This is an optimization exercise on Yosys and OpenROAD, whose aim is small area, a short achievable clock period and few clock cycles, not a production implementation.
In this exercise RTL edits were held to simulation tests only and were not proved equivalent to the original.

===== design/flow/run.sh =====
#!/bin/bash
# synth_recipe.tcl (not shown) runs the flow's synth.tcl, then flattens the netlist and writes it again
# the make line also repeats each setting of config.mk as NAME=value (left out here)
make -C /OpenROAD-flow-scripts/flow DESIGN_CONFIG=/design/flow/config.mk WORK_HOME=/design/flow/orfs CLKGATE_MAP_FILE= SYNTH_SCRIPT=/design/flow/synth_recipe.tcl finish

===== design/flow/config.mk =====
export PLATFORM = sky130hd
export DESIGN_NAME = stripe_engine
export DESIGN_NICKNAME = stripe_engine
export VERILOG_FILES = /design/flow/design.v
export SDC_FILE = /design/flow/constraint.sdc
export NUM_CORES = 8
export LEC_CHECK = 0
export CAP_MARGIN = 20
export CORE_MARGIN = 2
export CORE_UTILIZATION = 40
export SLEW_MARGIN = 20

===== design/flow/constraint.sdc =====
create_clock -name core_clock -period 10.0 [get_ports {clk}]
set_input_delay 2.0000 -clock core_clock [delete_from_list [all_inputs] [get_ports {clk}]]
set_output_delay 2.0000 -clock core_clock [all_outputs]
set_load 0.01 [all_outputs]

===== design/flow/design.v =====
module stripe_engine (
  input  wire        clk,
  input  wire        rst,           
  input  wire        cmd_valid,
  output wire        cmd_ready,
  input  wire [5:0]  cmd_k,         
  input  wire [1:0]  cmd_m,         
  input  wire [34:0] cmd_lost,      
  input  wire [9:0]  cmd_cols,      
  input  wire        in_valid,
  output wire        in_ready,
  input  wire [31:0] in_data,
  output wire        out_valid,
  input  wire        out_ready,
  output wire [31:0] out_data,
  output wire [5:0]  out_member,
  output wire        out_last
);
  function automatic [7:0] gf_mul(input [7:0] a, input [7:0] b);
    reg [7:0] p, t;
    integer i;
    begin
      p = 8'h00;
      t = a;
      for (i = 0; i < 8; i = i + 1) begin
        if (b[i]) p = p ^ t;
        t = t[7] ? ((t << 1) ^ 8'h1D) : (t << 1);
      end
      gf_mul = p;
    end
  endfunction
  function automatic [31:0] gf_mul4(input [31:0] d, input [7:0] c);
    begin
      gf_mul4 = {gf_mul(d[31:24], c), gf_mul(d[23:16], c),
                 gf_mul(d[15:8], c),  gf_mul(d[7:0], c)};
    end
  endfunction
  function automatic [7:0] gf_exp(input [5:0] n);
    case (n)
      6'd0: gf_exp = 8'h01;
      6'd1: gf_exp = 8'h02;
      6'd2: gf_exp = 8'h04;
      6'd3: gf_exp = 8'h08;
      6'd4: gf_exp = 8'h10;
      6'd5: gf_exp = 8'h20;
      6'd6: gf_exp = 8'h40;
      6'd7: gf_exp = 8'h80;
      6'd8: gf_exp = 8'h1D;
      6'd9: gf_exp = 8'h3A;
      6'd10: gf_exp = 8'h74;
      6'd11: gf_exp = 8'hE8;
      6'd12: gf_exp = 8'hCD;
      6'd13: gf_exp = 8'h87;
      6'd14: gf_exp = 8'h13;
      6'd15: gf_exp = 8'h26;
      6'd16: gf_exp = 8'h4C;
      6'd17: gf_exp = 8'h98;
      6'd18: gf_exp = 8'h2D;
      6'd19: gf_exp = 8'h5A;
      6'd20: gf_exp = 8'hB4;
      6'd21: gf_exp = 8'h75;
      6'd22: gf_exp = 8'hEA;
      6'd23: gf_exp = 8'hC9;
      6'd24: gf_exp = 8'h8F;
      6'd25: gf_exp = 8'h03;
      6'd26: gf_exp = 8'h06;
      6'd27: gf_exp = 8'h0C;
      6'd28: gf_exp = 8'h18;
      6'd29: gf_exp = 8'h30;
      6'd30: gf_exp = 8'h60;
      6'd31: gf_exp = 8'hC0;
      6'd32: gf_exp = 8'h9D;
      6'd33: gf_exp = 8'h27;
      6'd34: gf_exp = 8'h4E;
      6'd35: gf_exp = 8'h9C;
      6'd36: gf_exp = 8'h25;
      6'd37: gf_exp = 8'h4A;
      6'd38: gf_exp = 8'h94;
      6'd39: gf_exp = 8'h35;
      6'd40: gf_exp = 8'h6A;
      6'd41: gf_exp = 8'hD4;
      6'd42: gf_exp = 8'hB5;
      6'd43: gf_exp = 8'h77;
      6'd44: gf_exp = 8'hEE;
      6'd45: gf_exp = 8'hC1;
      6'd46: gf_exp = 8'h9F;
      6'd47: gf_exp = 8'h23;
      6'd48: gf_exp = 8'h46;
      6'd49: gf_exp = 8'h8C;
      6'd50: gf_exp = 8'h05;
      6'd51: gf_exp = 8'h0A;
      6'd52: gf_exp = 8'h14;
      6'd53: gf_exp = 8'h28;
      6'd54: gf_exp = 8'h50;
      6'd55: gf_exp = 8'hA0;
      6'd56: gf_exp = 8'h5D;
      6'd57: gf_exp = 8'hBA;
      6'd58: gf_exp = 8'h69;
      6'd59: gf_exp = 8'hD2;
      6'd60: gf_exp = 8'hB9;
      6'd61: gf_exp = 8'h6F;
      6'd62: gf_exp = 8'hDE;
      6'd63: gf_exp = 8'hA1;
      default: gf_exp = 8'h00;
    endcase
  endfunction
  function automatic [7:0] gf_inv(input [7:0] a);
    case (a)
      8'h00: gf_inv = 8'h00;
      8'h01: gf_inv = 8'h01;
      8'h02: gf_inv = 8'h8E;
      8'h03: gf_inv = 8'hF4;
      8'h04: gf_inv = 8'h47;
      8'h05: gf_inv = 8'hA7;
      8'h06: gf_inv = 8'h7A;
      8'h07: gf_inv = 8'hBA;
      8'h08: gf_inv = 8'hAD;
      8'h09: gf_inv = 8'h9D;
      8'h0A: gf_inv = 8'hDD;
      8'h0B: gf_inv = 8'h98;
      8'h0C: gf_inv = 8'h3D;
      8'h0D: gf_inv = 8'hAA;
      8'h0E: gf_inv = 8'h5D;
      8'h0F: gf_inv = 8'h96;
      8'h10: gf_inv = 8'hD8;
      8'h11: gf_inv = 8'h72;
      8'h12: gf_inv = 8'hC0;
      8'h13: gf_inv = 8'h58;
      8'h14: gf_inv = 8'hE0;
      8'h15: gf_inv = 8'h3E;
      8'h16: gf_inv = 8'h4C;
      8'h17: gf_inv = 8'h66;
      8'h18: gf_inv = 8'h90;
      8'h19: gf_inv = 8'hDE;
      8'h1A: gf_inv = 8'h55;
      8'h1B: gf_inv = 8'h80;
      8'h1C: gf_inv = 8'hA0;
      8'h1D: gf_inv = 8'h83;
      8'h1E: gf_inv = 8'h4B;
      8'h1F: gf_inv = 8'h2A;
      8'h20: gf_inv = 8'h6C;
      8'h21: gf_inv = 8'hED;
      8'h22: gf_inv = 8'h39;
      8'h23: gf_inv = 8'h51;
      8'h24: gf_inv = 8'h60;
      8'h25: gf_inv = 8'h56;
      8'h26: gf_inv = 8'h2C;
      8'h27: gf_inv = 8'h8A;
      8'h28: gf_inv = 8'h70;
      8'h29: gf_inv = 8'hD0;
      8'h2A: gf_inv = 8'h1F;
      8'h2B: gf_inv = 8'h4A;
      8'h2C: gf_inv = 8'h26;
      8'h2D: gf_inv = 8'h8B;
      8'h2E: gf_inv = 8'h33;
      8'h2F: gf_inv = 8'h6E;
      8'h30: gf_inv = 8'h48;
      8'h31: gf_inv = 8'h89;
      8'h32: gf_inv = 8'h6F;
      8'h33: gf_inv = 8'h2E;
      8'h34: gf_inv = 8'hA4;
      8'h35: gf_inv = 8'hC3;
      8'h36: gf_inv = 8'h40;
      8'h37: gf_inv = 8'h5E;
      8'h38: gf_inv = 8'h50;
      8'h39: gf_inv = 8'h22;
      8'h3A: gf_inv = 8'hCF;
      8'h3B: gf_inv = 8'hA9;
      8'h3C: gf_inv = 8'hAB;
      8'h3D: gf_inv = 8'h0C;
      8'h3E: gf_inv = 8'h15;
      8'h3F: gf_inv = 8'hE1;
      8'h40: gf_inv = 8'h36;
      8'h41: gf_inv = 8'h5F;
      8'h42: gf_inv = 8'hF8;
      8'h43: gf_inv = 8'hD5;
      8'h44: gf_inv = 8'h92;
      8'h45: gf_inv = 8'h4E;
      8'h46: gf_inv = 8'hA6;
      8'h47: gf_inv = 8'h04;
      8'h48: gf_inv = 8'h30;
      8'h49: gf_inv = 8'h88;
      8'h4A: gf_inv = 8'h2B;
      8'h4B: gf_inv = 8'h1E;
      8'h4C: gf_inv = 8'h16;
      8'h4D: gf_inv = 8'h67;
      8'h4E: gf_inv = 8'h45;
      8'h4F: gf_inv = 8'h93;
      8'h50: gf_inv = 8'h38;
      8'h51: gf_inv = 8'h23;
      8'h52: gf_inv = 8'h68;
      8'h53: gf_inv = 8'h8C;
      8'h54: gf_inv = 8'h81;
      8'h55: gf_inv = 8'h1A;
      8'h56: gf_inv = 8'h25;
      8'h57: gf_inv = 8'h61;
      8'h58: gf_inv = 8'h13;
      8'h59: gf_inv = 8'hC1;
      8'h5A: gf_inv = 8'hCB;
      8'h5B: gf_inv = 8'h63;
      8'h5C: gf_inv = 8'h97;
      8'h5D: gf_inv = 8'h0E;
      8'h5E: gf_inv = 8'h37;
      8'h5F: gf_inv = 8'h41;
      8'h60: gf_inv = 8'h24;
      8'h61: gf_inv = 8'h57;
      8'h62: gf_inv = 8'hCA;
      8'h63: gf_inv = 8'h5B;
      8'h64: gf_inv = 8'hB9;
      8'h65: gf_inv = 8'hC4;
      8'h66: gf_inv = 8'h17;
      8'h67: gf_inv = 8'h4D;
      8'h68: gf_inv = 8'h52;
      8'h69: gf_inv = 8'h8D;
      8'h6A: gf_inv = 8'hEF;
      8'h6B: gf_inv = 8'hB3;
      8'h6C: gf_inv = 8'h20;
      8'h6D: gf_inv = 8'hEC;
      8'h6E: gf_inv = 8'h2F;
      8'h6F: gf_inv = 8'h32;
      8'h70: gf_inv = 8'h28;
      8'h71: gf_inv = 8'hD1;
      8'h72: gf_inv = 8'h11;
      8'h73: gf_inv = 8'hD9;
      8'h74: gf_inv = 8'hE9;
      8'h75: gf_inv = 8'hFB;
      8'h76: gf_inv = 8'hDA;
      8'h77: gf_inv = 8'h79;
      8'h78: gf_inv = 8'hDB;
      8'h79: gf_inv = 8'h77;
      8'h7A: gf_inv = 8'h06;
      8'h7B: gf_inv = 8'hBB;
      8'h7C: gf_inv = 8'h84;
      8'h7D: gf_inv = 8'hCD;
      8'h7E: gf_inv = 8'hFE;
      8'h7F: gf_inv = 8'hFC;
      8'h80: gf_inv = 8'h1B;
      8'h81: gf_inv = 8'h54;
      8'h82: gf_inv = 8'hA1;
      8'h83: gf_inv = 8'h1D;
      8'h84: gf_inv = 8'h7C;
      8'h85: gf_inv = 8'hCC;
      8'h86: gf_inv = 8'hE4;
      8'h87: gf_inv = 8'hB0;
      8'h88: gf_inv = 8'h49;
      8'h89: gf_inv = 8'h31;
      8'h8A: gf_inv = 8'h27;
      8'h8B: gf_inv = 8'h2D;
      8'h8C: gf_inv = 8'h53;
      8'h8D: gf_inv = 8'h69;
      8'h8E: gf_inv = 8'h02;
      8'h8F: gf_inv = 8'hF5;
      8'h90: gf_inv = 8'h18;
      8'h91: gf_inv = 8'hDF;
      8'h92: gf_inv = 8'h44;
      8'h93: gf_inv = 8'h4F;
      8'h94: gf_inv = 8'h9B;
      8'h95: gf_inv = 8'hBC;
      8'h96: gf_inv = 8'h0F;
      8'h97: gf_inv = 8'h5C;
      8'h98: gf_inv = 8'h0B;
      8'h99: gf_inv = 8'hDC;
      8'h9A: gf_inv = 8'hBD;
      8'h9B: gf_inv = 8'h94;
      8'h9C: gf_inv = 8'hAC;
      8'h9D: gf_inv = 8'h09;
      8'h9E: gf_inv = 8'hC7;
      8'h9F: gf_inv = 8'hA2;
      8'hA0: gf_inv = 8'h1C;
      8'hA1: gf_inv = 8'h82;
      8'hA2: gf_inv = 8'h9F;
      8'hA3: gf_inv = 8'hC6;
      8'hA4: gf_inv = 8'h34;
      8'hA5: gf_inv = 8'hC2;
      8'hA6: gf_inv = 8'h46;
      8'hA7: gf_inv = 8'h05;
      8'hA8: gf_inv = 8'hCE;
      8'hA9: gf_inv = 8'h3B;
      8'hAA: gf_inv = 8'h0D;
      8'hAB: gf_inv = 8'h3C;
      8'hAC: gf_inv = 8'h9C;
      8'hAD: gf_inv = 8'h08;
      8'hAE: gf_inv = 8'hBE;
      8'hAF: gf_inv = 8'hB7;
      8'hB0: gf_inv = 8'h87;
      8'hB1: gf_inv = 8'hE5;
      8'hB2: gf_inv = 8'hEE;
      8'hB3: gf_inv = 8'h6B;
      8'hB4: gf_inv = 8'hEB;
      8'hB5: gf_inv = 8'hF2;
      8'hB6: gf_inv = 8'hBF;
      8'hB7: gf_inv = 8'hAF;
      8'hB8: gf_inv = 8'hC5;
      8'hB9: gf_inv = 8'h64;
      8'hBA: gf_inv = 8'h07;
      8'hBB: gf_inv = 8'h7B;
      8'hBC: gf_inv = 8'h95;
      8'hBD: gf_inv = 8'h9A;
      8'hBE: gf_inv = 8'hAE;
      8'hBF: gf_inv = 8'hB6;
      8'hC0: gf_inv = 8'h12;
      8'hC1: gf_inv = 8'h59;
      8'hC2: gf_inv = 8'hA5;
      8'hC3: gf_inv = 8'h35;
      8'hC4: gf_inv = 8'h65;
      8'hC5: gf_inv = 8'hB8;
      8'hC6: gf_inv = 8'hA3;
      8'hC7: gf_inv = 8'h9E;
      8'hC8: gf_inv = 8'hD2;
      8'hC9: gf_inv = 8'hF7;
      8'hCA: gf_inv = 8'h62;
      8'hCB: gf_inv = 8'h5A;
      8'hCC: gf_inv = 8'h85;
      8'hCD: gf_inv = 8'h7D;
      8'hCE: gf_inv = 8'hA8;
      8'hCF: gf_inv = 8'h3A;
      8'hD0: gf_inv = 8'h29;
      8'hD1: gf_inv = 8'h71;
      8'hD2: gf_inv = 8'hC8;
      8'hD3: gf_inv = 8'hF6;
      8'hD4: gf_inv = 8'hF9;
      8'hD5: gf_inv = 8'h43;
      8'hD6: gf_inv = 8'hD7;
      8'hD7: gf_inv = 8'hD6;
      8'hD8: gf_inv = 8'h10;
      8'hD9: gf_inv = 8'h73;
      8'hDA: gf_inv = 8'h76;
      8'hDB: gf_inv = 8'h78;
      8'hDC: gf_inv = 8'h99;
      8'hDD: gf_inv = 8'h0A;
      8'hDE: gf_inv = 8'h19;
      8'hDF: gf_inv = 8'h91;
      8'hE0: gf_inv = 8'h14;
      8'hE1: gf_inv = 8'h3F;
      8'hE2: gf_inv = 8'hE6;
      8'hE3: gf_inv = 8'hF0;
      8'hE4: gf_inv = 8'h86;
      8'hE5: gf_inv = 8'hB1;
      8'hE6: gf_inv = 8'hE2;
      8'hE7: gf_inv = 8'hF1;
      8'hE8: gf_inv = 8'hFA;
      8'hE9: gf_inv = 8'h74;
      8'hEA: gf_inv = 8'hF3;
      8'hEB: gf_inv = 8'hB4;
      8'hEC: gf_inv = 8'h6D;
      8'hED: gf_inv = 8'h21;
      8'hEE: gf_inv = 8'hB2;
      8'hEF: gf_inv = 8'h6A;
      8'hF0: gf_inv = 8'hE3;
      8'hF1: gf_inv = 8'hE7;
      8'hF2: gf_inv = 8'hB5;
      8'hF3: gf_inv = 8'hEA;
      8'hF4: gf_inv = 8'h03;
      8'hF5: gf_inv = 8'h8F;
      8'hF6: gf_inv = 8'hD3;
      8'hF7: gf_inv = 8'hC9;
      8'hF8: gf_inv = 8'h42;
      8'hF9: gf_inv = 8'hD4;
      8'hFA: gf_inv = 8'hE8;
      8'hFB: gf_inv = 8'h75;
      8'hFC: gf_inv = 8'h7F;
      8'hFD: gf_inv = 8'hFF;
      8'hFE: gf_inv = 8'h7E;
      8'hFF: gf_inv = 8'hFD;
      default: gf_inv = 8'h00;
    endcase
  endfunction
  localparam [2:0] S_IDLE   = 3'd0,
                   S_MASK   = 3'd1,    
                   S_SETUP  = 3'd2,    
                   S_ADJ    = 3'd3,    
                   S_INV    = 3'd4,    
                   S_RUN    = 3'd5;
  reg  [2:0]  state;
  reg  [5:0]  k_r;
  reg  [1:0]  m_r;
  reg  [34:0] lost_r;
  reg  [9:0]  cols_left;
  reg  [34:0] avail_r;
  reg  [31:0] ldmask_r;          
  reg  [2:0]  lpar_r;            
  reg  [2:0]  apar_r;            
  reg  [7:0]  adj_r [0:2][0:2];
  reg  [7:0]  det_r;
  reg  [1:0]  nld_r;             
  reg  [4:0]  ld_r   [0:2];      
  reg  [1:0]  srow_r [0:2];      
  reg  [1:0]  nout_r;            
  reg  [5:0]  slot_mem [0:2];    
  reg         slot_par [0:2];    
  reg  [1:0]  slot_sel [0:2];    
  reg  [5:0]  first_r;           
  reg  [7:0]  inv_r [0:2][0:2];  
  reg  [7:0]  pc_r  [0:2][0:2];  
  reg  [5:0]  cur;
  reg  [31:0] acc_r [0:2];       
  reg  [31:0] par_r [0:2];       
  reg         sn_v;
  reg         sn_last;
  reg  [31:0] sn_syn [0:2];
  reg  [31:0] sn_acc [0:2];
  reg  [31:0] ob_data [0:2];
  reg  [1:0]  ob_cnt;
  reg  [1:0]  ob_ptr;
  reg         ob_last;
  integer i, j, c, s;
  reg  [5:0] nxt;
  reg        has_nxt;
  always @* begin
    nxt     = 6'd0;
    has_nxt = 1'b0;
    for (i = 34; i >= 0; i = i - 1)
      if (avail_r[i] && i > cur) begin
        nxt     = i[5:0];
        has_nxt = 1'b1;
      end
  end
  wire is_last  = !has_nxt;
  wire run      = (state == S_RUN);
  wire sn_move  = sn_v && (ob_cnt == 2'd0);
  assign in_ready  = run && !(is_last && sn_v);
  assign cmd_ready = (state == S_IDLE) && !sn_v && (ob_cnt == 2'd0);
  wire in_fire  = in_valid && in_ready;
  wire cmd_fire = cmd_valid && cmd_ready;
  wire out_fire = out_valid && out_ready;
  reg [31:0] accn [0:2];
  reg [31:0] parn [0:2];
  always @* begin
    for (s = 0; s < 3; s = s + 1) begin
      accn[s] = acc_r[s];
      parn[s] = par_r[s];
    end
    if (cur < {1'b0, k_r}) begin
      accn[0] = acc_r[0] ^ in_data;
      accn[1] = acc_r[1] ^ gf_mul4(in_data, gf_exp(cur));
      accn[2] = acc_r[2] ^ gf_mul4(in_data, gf_exp({cur[4:0], 1'b0}));
    end else begin
      for (s = 0; s < 3; s = s + 1)
        if (cur - k_r == s) parn[s] = in_data;
    end
  end
  reg [31:0] syn [0:2];
  reg [31:0] xd  [0:2];    
  reg [31:0] pv  [0:2];    
  reg [31:0] slot_val [0:2];
  always @* begin
    for (i = 0; i < 3; i = i + 1)
      syn[i] = (i < nld_r) ? (accn[srow_r[i]] ^ parn[srow_r[i]]) : 32'h0;
    for (c = 0; c < 3; c = c + 1) begin
      xd[c] = 32'h0;
      for (i = 0; i < 3; i = i + 1)
        xd[c] = xd[c] ^ gf_mul4(sn_syn[i], inv_r[c][i]);
    end
    for (s = 0; s < 3; s = s + 1) begin
      pv[s] = sn_acc[s];
      for (c = 0; c < 3; c = c + 1)
        pv[s] = pv[s] ^ gf_mul4(xd[c], pc_r[s][c]);
    end
    for (i = 0; i < 3; i = i + 1)
      slot_val[i] = slot_par[i] ? pv[slot_sel[i]] : xd[slot_sel[i]];
  end
  function automatic [5:0] first_one(input [31:0] v);    
    integer n;
    begin
      first_one = 6'd0;
      for (n = 31; n >= 0; n = n - 1)
        if (v[n]) first_one = {1'b1, n[4:0]};
    end
  endfunction
  wire [34:0] kmask    = (35'h1 << k_r) - 35'h1;
  wire [34:0] kmmask   = (35'h1 << (k_r + {4'd0, m_r})) - 35'h1;
  wire [34:0] avail_c  = ~lost_r & kmmask;
  wire [31:0] ldmask0  = lost_r[31:0] & kmask[31:0];
  wire [34:0] lost_sh  = lost_r >> k_r;
  wire [2:0]  mmask    = (m_r == 2'd1) ? 3'b001 : (m_r == 2'd2) ? 3'b011 : 3'b111;
  wire [2:0]  lpar     = lost_sh[2:0] & mmask;    
  wire [2:0]  apar     = ~lost_sh[2:0] & mmask;   
  wire [5:0]  ld0      = first_one(ldmask_r);
  wire [31:0] ldmask1  = ldmask_r & ~(32'h1 << ld0[4:0]);
  wire [5:0]  ld1      = first_one(ldmask1);
  wire [31:0] ldmask2  = ldmask1 & ~(32'h1 << ld1[4:0]);
  wire [5:0]  ld2      = first_one(ldmask2);
  wire [1:0]  nld_c    = ld2[5] ? 2'd3 : ld1[5] ? 2'd2 : ld0[5] ? 2'd1 : 2'd0;
  reg  [5:0]  first_c;
  always @* begin
    first_c = 6'd0;
    for (j = 34; j >= 0; j = j - 1)
      if (avail_c[j]) first_c = j[5:0];
  end
  reg  [1:0]  srow_c [0:2];
  always @* begin
    srow_c[0] = apar_r[0] ? 2'd0 : apar_r[1] ? 2'd1 : 2'd2;
    srow_c[1] = (apar_r[0] && apar_r[1]) ? 2'd1 : 2'd2;
    srow_c[2] = 2'd2;
  end
  reg  [1:0]  nout_c;
  reg  [5:0]  smem_c [0:2];
  reg         spar_c [0:2];
  reg  [1:0]  ssel_c [0:2];
  reg  [1:0]  n;
  always @* begin
    for (c = 0; c < 3; c = c + 1) begin
      smem_c[c] = 6'd0;
      spar_c[c] = 1'b0;
      ssel_c[c] = 2'd0;
    end
    smem_c[0] = {1'b0, ld0[4:0]};
    smem_c[1] = {1'b0, ld1[4:0]};
    smem_c[2] = {1'b0, ld2[4:0]};
    ssel_c[0] = 2'd0;
    ssel_c[1] = 2'd1;
    ssel_c[2] = 2'd2;
    n = nld_c;
    for (s = 0; s < 3; s = s + 1)
      if (lpar_r[s] && n != 2'd3) begin
        smem_c[n] = k_r + s[5:0];
        spar_c[n] = 1'b1;
        ssel_c[n] = s[1:0];
        n = n + 2'd1;
      end
    nout_c = n;
  end
  reg [7:0] mx [0:2][0:2];
  reg [7:0] adj [0:2][0:2];
  reg [7:0] det, det_inv;
  reg [7:0] pc_c [0:2][0:2];
  always @* begin
    for (i = 0; i < 3; i = i + 1)
      for (c = 0; c < 3; c = c + 1)
        if (i < nld_r && c < nld_r)
          mx[i][c] = gf_exp(srow_r[i] * ld_r[c]);
        else
          mx[i][c] = (i == c) ? 8'h01 : 8'h00;
    adj[0][0] = gf_mul(mx[1][1], mx[2][2]) ^ gf_mul(mx[1][2], mx[2][1]);
    adj[0][1] = gf_mul(mx[0][1], mx[2][2]) ^ gf_mul(mx[0][2], mx[2][1]);
    adj[0][2] = gf_mul(mx[0][1], mx[1][2]) ^ gf_mul(mx[0][2], mx[1][1]);
    adj[1][0] = gf_mul(mx[1][0], mx[2][2]) ^ gf_mul(mx[1][2], mx[2][0]);
    adj[1][1] = gf_mul(mx[0][0], mx[2][2]) ^ gf_mul(mx[0][2], mx[2][0]);
    adj[1][2] = gf_mul(mx[0][0], mx[1][2]) ^ gf_mul(mx[0][2], mx[1][0]);
    adj[2][0] = gf_mul(mx[1][0], mx[2][1]) ^ gf_mul(mx[1][1], mx[2][0]);
    adj[2][1] = gf_mul(mx[0][0], mx[2][1]) ^ gf_mul(mx[0][1], mx[2][0]);
    adj[2][2] = gf_mul(mx[0][0], mx[1][1]) ^ gf_mul(mx[0][1], mx[1][0]);
    det = gf_mul(mx[0][0], adj[0][0]) ^ gf_mul(mx[0][1], adj[1][0])
        ^ gf_mul(mx[0][2], adj[2][0]);
    det_inv = gf_inv(det_r);
    for (s = 0; s < 3; s = s + 1)
      for (c = 0; c < 3; c = c + 1)
        pc_c[s][c] = (c < nld_r) ? gf_exp(s[1:0] * ld_r[c]) : 8'h00;
  end
  always @(posedge clk) begin
    if (rst) begin
      state  <= S_IDLE;
      sn_v   <= 1'b0;
      ob_cnt <= 2'd0;
    end else begin
      case (state)
        S_IDLE:
          if (cmd_fire) begin
            k_r       <= cmd_k;
            m_r       <= cmd_m;
            lost_r    <= cmd_lost;
            cols_left <= cmd_cols;
            state     <= S_MASK;
          end
        S_MASK: begin
          avail_r  <= avail_c;
          first_r  <= first_c;
          ldmask_r <= ldmask0;
          lpar_r   <= lpar;
          apar_r   <= apar;
          state    <= S_SETUP;
        end
        S_SETUP: begin
          nld_r   <= nld_c;
          nout_r  <= nout_c;
          ld_r[0] <= ld0[4:0];
          ld_r[1] <= ld1[4:0];
          ld_r[2] <= ld2[4:0];
          for (c = 0; c < 3; c = c + 1) begin
            srow_r[c]   <= srow_c[c];
            slot_mem[c] <= smem_c[c];
            slot_par[c] <= spar_c[c];
            slot_sel[c] <= ssel_c[c];
          end
          state <= S_ADJ;
        end
        S_ADJ: begin
          for (i = 0; i < 3; i = i + 1)
            for (c = 0; c < 3; c = c + 1)
              adj_r[i][c] <= adj[i][c];
          det_r <= det;
          state <= S_INV;
        end
        S_INV: begin
          for (i = 0; i < 3; i = i + 1)
            for (c = 0; c < 3; c = c + 1) begin
              inv_r[i][c] <= gf_mul(adj_r[i][c], det_inv);
              pc_r[i][c]  <= pc_c[i][c];
            end
          for (s = 0; s < 3; s = s + 1)
            acc_r[s] <= 32'h0;
          cur   <= first_r;
          state <= S_RUN;
        end
        S_RUN:
          if (in_fire) begin
            if (is_last) begin
              for (s = 0; s < 3; s = s + 1)
                acc_r[s] <= 32'h0;
              cur       <= first_r;
              cols_left <= cols_left - 10'd1;
              if (cols_left == 10'd1)
                state <= S_IDLE;
            end else begin
              for (s = 0; s < 3; s = s + 1) begin
                acc_r[s] <= accn[s];
                par_r[s] <= parn[s];
              end
              cur <= nxt;
            end
          end
        default: state <= S_IDLE;
      endcase
      if (in_fire && is_last) begin
        for (i = 0; i < 3; i = i + 1) begin
          sn_syn[i] <= syn[i];
          sn_acc[i] <= accn[i];
        end
        sn_last <= (cols_left == 10'd1);
        sn_v    <= 1'b1;
      end else if (sn_move) begin
        sn_v    <= 1'b0;
      end
      if (sn_move) begin
        for (i = 0; i < 3; i = i + 1)
          ob_data[i] <= slot_val[i];
        ob_cnt  <= nout_r;
        ob_ptr  <= 2'd0;
        ob_last <= sn_last;
      end else if (out_fire) begin
        ob_cnt <= ob_cnt - 2'd1;
        ob_ptr <= ob_ptr + 2'd1;
      end
    end
  end
  assign out_valid  = (ob_cnt != 2'd0);
  assign out_data   = ob_data[ob_ptr];
  assign out_member = slot_mem[ob_ptr];
  assign out_last   = ob_last && (ob_cnt == 2'd1);
endmodule

==> notes.md <==
----------------------------------------------------
[Timing]
  Minimum clock period ... 9.55 ns
  Summed negative setup slack over all endpoints ... 0 ns
  Setup repair after global routing missed its margin ... false
  Worst Skew ... 0.132 ns
  Transition at the pin with the smallest max-transition slack ... approximately 1.3 ns
  Fin. Hold Viols ... 0
  Count of pins over their slew limit ... 0
  Fin crit share ... a little over nine tenths
  Final setup violation count ... 0
  Max-slew headroom at the worst pin ... 11.9%
  Peak Freq ... between 100 and 150 MHz

[Synthesis]
  Yosys warnings ... 27
  Asr flop ratio synth ... 0%
  Biggest area consumer among synthesized cells ... sky130_fd_sc_hd__xnor2_1
  Most frequently used flop master after synthesis ... sky130_fd_sc_hd__edfxtp_1
  Number of enable-type register cells in the synthesized netlist ... between 800 and 900
  Proportion of synthesized chip area in sequential cells ... approximately 17%
  Number of register bits inferred by synthesis ... 910
  Avg Synthesized Cell Area ... ~7.2 µm²
  Number of distinct standard cells referenced by the synthesized netlist ... between 100 and 150
  Cell types with the highest counts after synthesis ... 6031 x sky130_fd_sc_hd__nand2_1, 5154 x sky130_fd_sc_hd__xnor2_1, 1627 x sky130_fd_sc_hd__xor2_1
  Syn Nets ... between 20000 and 25000
  Area fraction of the dominant cell type after synthesis ... about 28%
  Synthesized instance count ... between 20000 and 25000
  Summed instance area of the synthesized netlist ... about 160000 µm²
  Most used standard cell by instance count after synthesis ... sky130_fd_sc_hd__nand2_1
  Area contributors post-synth ... sky130_fd_sc_hd__xnor2_1 28%, sky130_fd_sc_hd__edfxtp_1 16%, sky130_fd_sc_hd__nand2_1 14%

[Setup path]
  Crit-path most repeated cell ... sky130_fd_sc_hd__buf_4
  Required time of the worst setup path ... approximately 11 ns
  Sum of buffers and inverters on the critical path ... 7
  Largest stage delay on the critical path ... approximately 0.6 ns
  Kind of cell with the highest combined delay on the critical path ... XOR/XNOR gates
  Data arrival at the endpoint of the critical path ... approximately 10 ns
  Biggest fanout along the worst timing path ... 32
  WS Path Type ... flip-flop to flip-flop
  CP Capture Type ... flip-flop
  Nature of the critical path startpoint ... flip-flop
  Worst path slowest cell ... sky130_fd_sc_hd__mux4_2

[Clock tree]
  Number of setup buffers added after CTS ... 0
  Clock latency at the later pin of the worst-skew pair ... around 0.96 ns
  Max Buffers Root-to-Sink ... 4
  Clk slew on worst S/H paths ... approximately 0.070 ns
  Maximum level of the CTS H-tree ... 3
  Cell chosen for the clock root ... sky130_fd_sc_hd__clkbuf_16
  TritonCTS sink count ... 910
  Clock tree from TritonCTS ... yes
  TritonCTS buffer count ... between 100 and 150

[Floorplan]
  Boundary Pins ... 132
  Die height ... roughly 630 µm
  Row count ... about 230
  Horizontal die dimension ... 633 µm
  Die area ... around 400000 µm²
  Area of the core ... between 300000 and 400000 µm²
  Starting Density ... around two fifths

[Drt]
  Total via count in the routed design ... 162000
  Final antenna-violating net count ... 0
  Iter 0 DRT Violations ... 23400
  DRT Wirelength ... 742 mm
  Via-to-Cell Ratio ... between 5 and 6
  Routed wirelength normalized by instance count ... 27.5 µm
  DRC violations left ... 0
  DR pass1 iterations ... 9

[Run status]
  Result of the run ... finished clean

[Job]
  Max capacitance violation total ... 0

[Layout]
  Fraction of final layout cells sized beyond drive strength 1 ... ~7.5%
  Finished Core Util ... 43.7%
  Number of inserted filler cells in the final layout ... 40200
  Growth of design area from synthesis to finish ... 8.84%
  Nets@finish ... 21900

[Global route]
  Residual overflow from global routing ... 0
  Via count of the first global-routing pass ... 149000
  First-pass GRT wire length ... about 1100 mm
  Total routing usage reported by global routing ... 35.4%
  Largest net degree at the start of global routing ... approximately 120
  Antenna violations before repair ... 28

[Placed design]
  Post-detail-place hpwl ... 503 mm
  # port buffers ... approximately 130
  Final weighted congestion of routability-driven global placement ... roughly 1.0

[Min path]
  Class of the most critical hold timing path ... flip-flop to flip-flop

----------------------------------------------------
[metal layers]
| metal | track usage [%] | part of all wire [%] | vias to the layer above |
|---|---|---|---|
| li1 | - | - | 70900 |
| met1 | 45.2 | 38 | 75900 |
| met2 | 52.3 | 41 | 11800 |
| met3 | 9.05 | 13 | 3159 |
| met4 | 24.2 | 8.4 | 14 |
| met5 | 0 | 0.013 | - |
[placed cells by master (no fill, tap or decap), drive strengths merged, types with 136 or more instances in the layout]
cell type	count
nand2	6034
a221oi	175
nand3	192
nor2	1622
a22oi	290
a211oi	276
ha	193
xor2	1634
o21ai	721
a21oi	673
o211ai	136
clkbuf	141
nor3	167
edfxtp	864
inv	388
xnor2	5167
mux2i	244
buf	995
[repair_timing]
action / CTS / global route
gates resized for setup: 0 / 8
hold buffers: 0 / 0
setup endpoints to repair: 0 / 7
[area by class of cell]
cell class	instances	area [µm²]	share of cell area, %
clock buffers	141	3200	1.85
clock inverters	78	776	0.450
inverters	395	1490	0.864
repair buffers	1125	9000	5.22
well taps	5242	6560	3.80
flip-flops and latches	910	26900	15.6
diodes	18	45.0	0.0261
multi-input cells	19100	125000	72.2
[through the flow]
step                area, µm²  worst slack, ns  hold slack (ns)  instances
finish                 172000            0.446            0.428      27000
global route           172000           0.0124            0.433      27000
CTS                    172000            0.409            0.434      27000
detailed placement     168000            0.482            0.407      26700
global placement       168000            0.423            0.406      26700
floorplan              158000             1.43            0.400      22100
[path summary, 6_finish.rpt]
kind / from / to / slack (ns) / cells past startpoint
setup / recovery: srow_r[1][1] / det_inv[1] / 0.45 / 32
hold / removal: sn_last / ob_last / 0.43 / 0
setup reg to reg: srow_r[1][1] / det_inv[1] / 0.45 / 32
hold reg to reg: sn_last / ob_last / 0.43 / 0
[logic make-up (layout without fill, tap and decap cells)]
group | Yosys count | count (layout) | synth area share [%]
adder cells (fa/ha/maj) | 202 | 202 | 1.63
multiplexers | 405 | 405 | 3.17
AO/OA/AOI/OAI | 3020 | 3020 | 12.6
AND/OR/NAND/NOR | 8542 | 8542 | 21.5
buffers and inverters | 2091 | 1739 | 5.11
other | 0 | 18 | 0
flip-flops | 910 | 910 | 17.0
XOR/XNOR | 6900 | 6900 | 39.1
[sequential cells by signal, summed over array words and instances, names as in the netlist, 35 cells and up, named ones only]
| register | count |
|---|---|
| acc_r | 96 |
| ob_data | 96 |
| par_r | 96 |
| sn_acc | 96 |
| sn_syn | 96 |
| adj_r | 72 |
| inv_r | 72 |
| pc_r | 42 |
| lost_r | 35 |
Testbench counts, summed over its fixed seeds: cycles 140,580.

[what the ideal ports hide]
No port has a modelled driver above. Below, the same layout with a new extraction and two added sets of constraints.
Step 1 assumes that a clkbuf_16 drives the clock port and a buf_2 every other input.
Step 2 times the ports against the registers' clock, not the clock port: input delays grow and output delays shrink by t, the midpoint of the rising clock arrivals with the driver on.
Three values: ideal, step 1, step 2; two values: the first two.
t, ns: 1.006
slack for setup (ns): 0.446 / 0.446 / 0.446
worst data-port slew with drivers (ns): 0.07
pins driven straight from the clock port: 1
After both steps this run still meets setup and hold. The setup slack of this run moves by 0.000 ns with the drivers and by 0.000 ns with both steps.
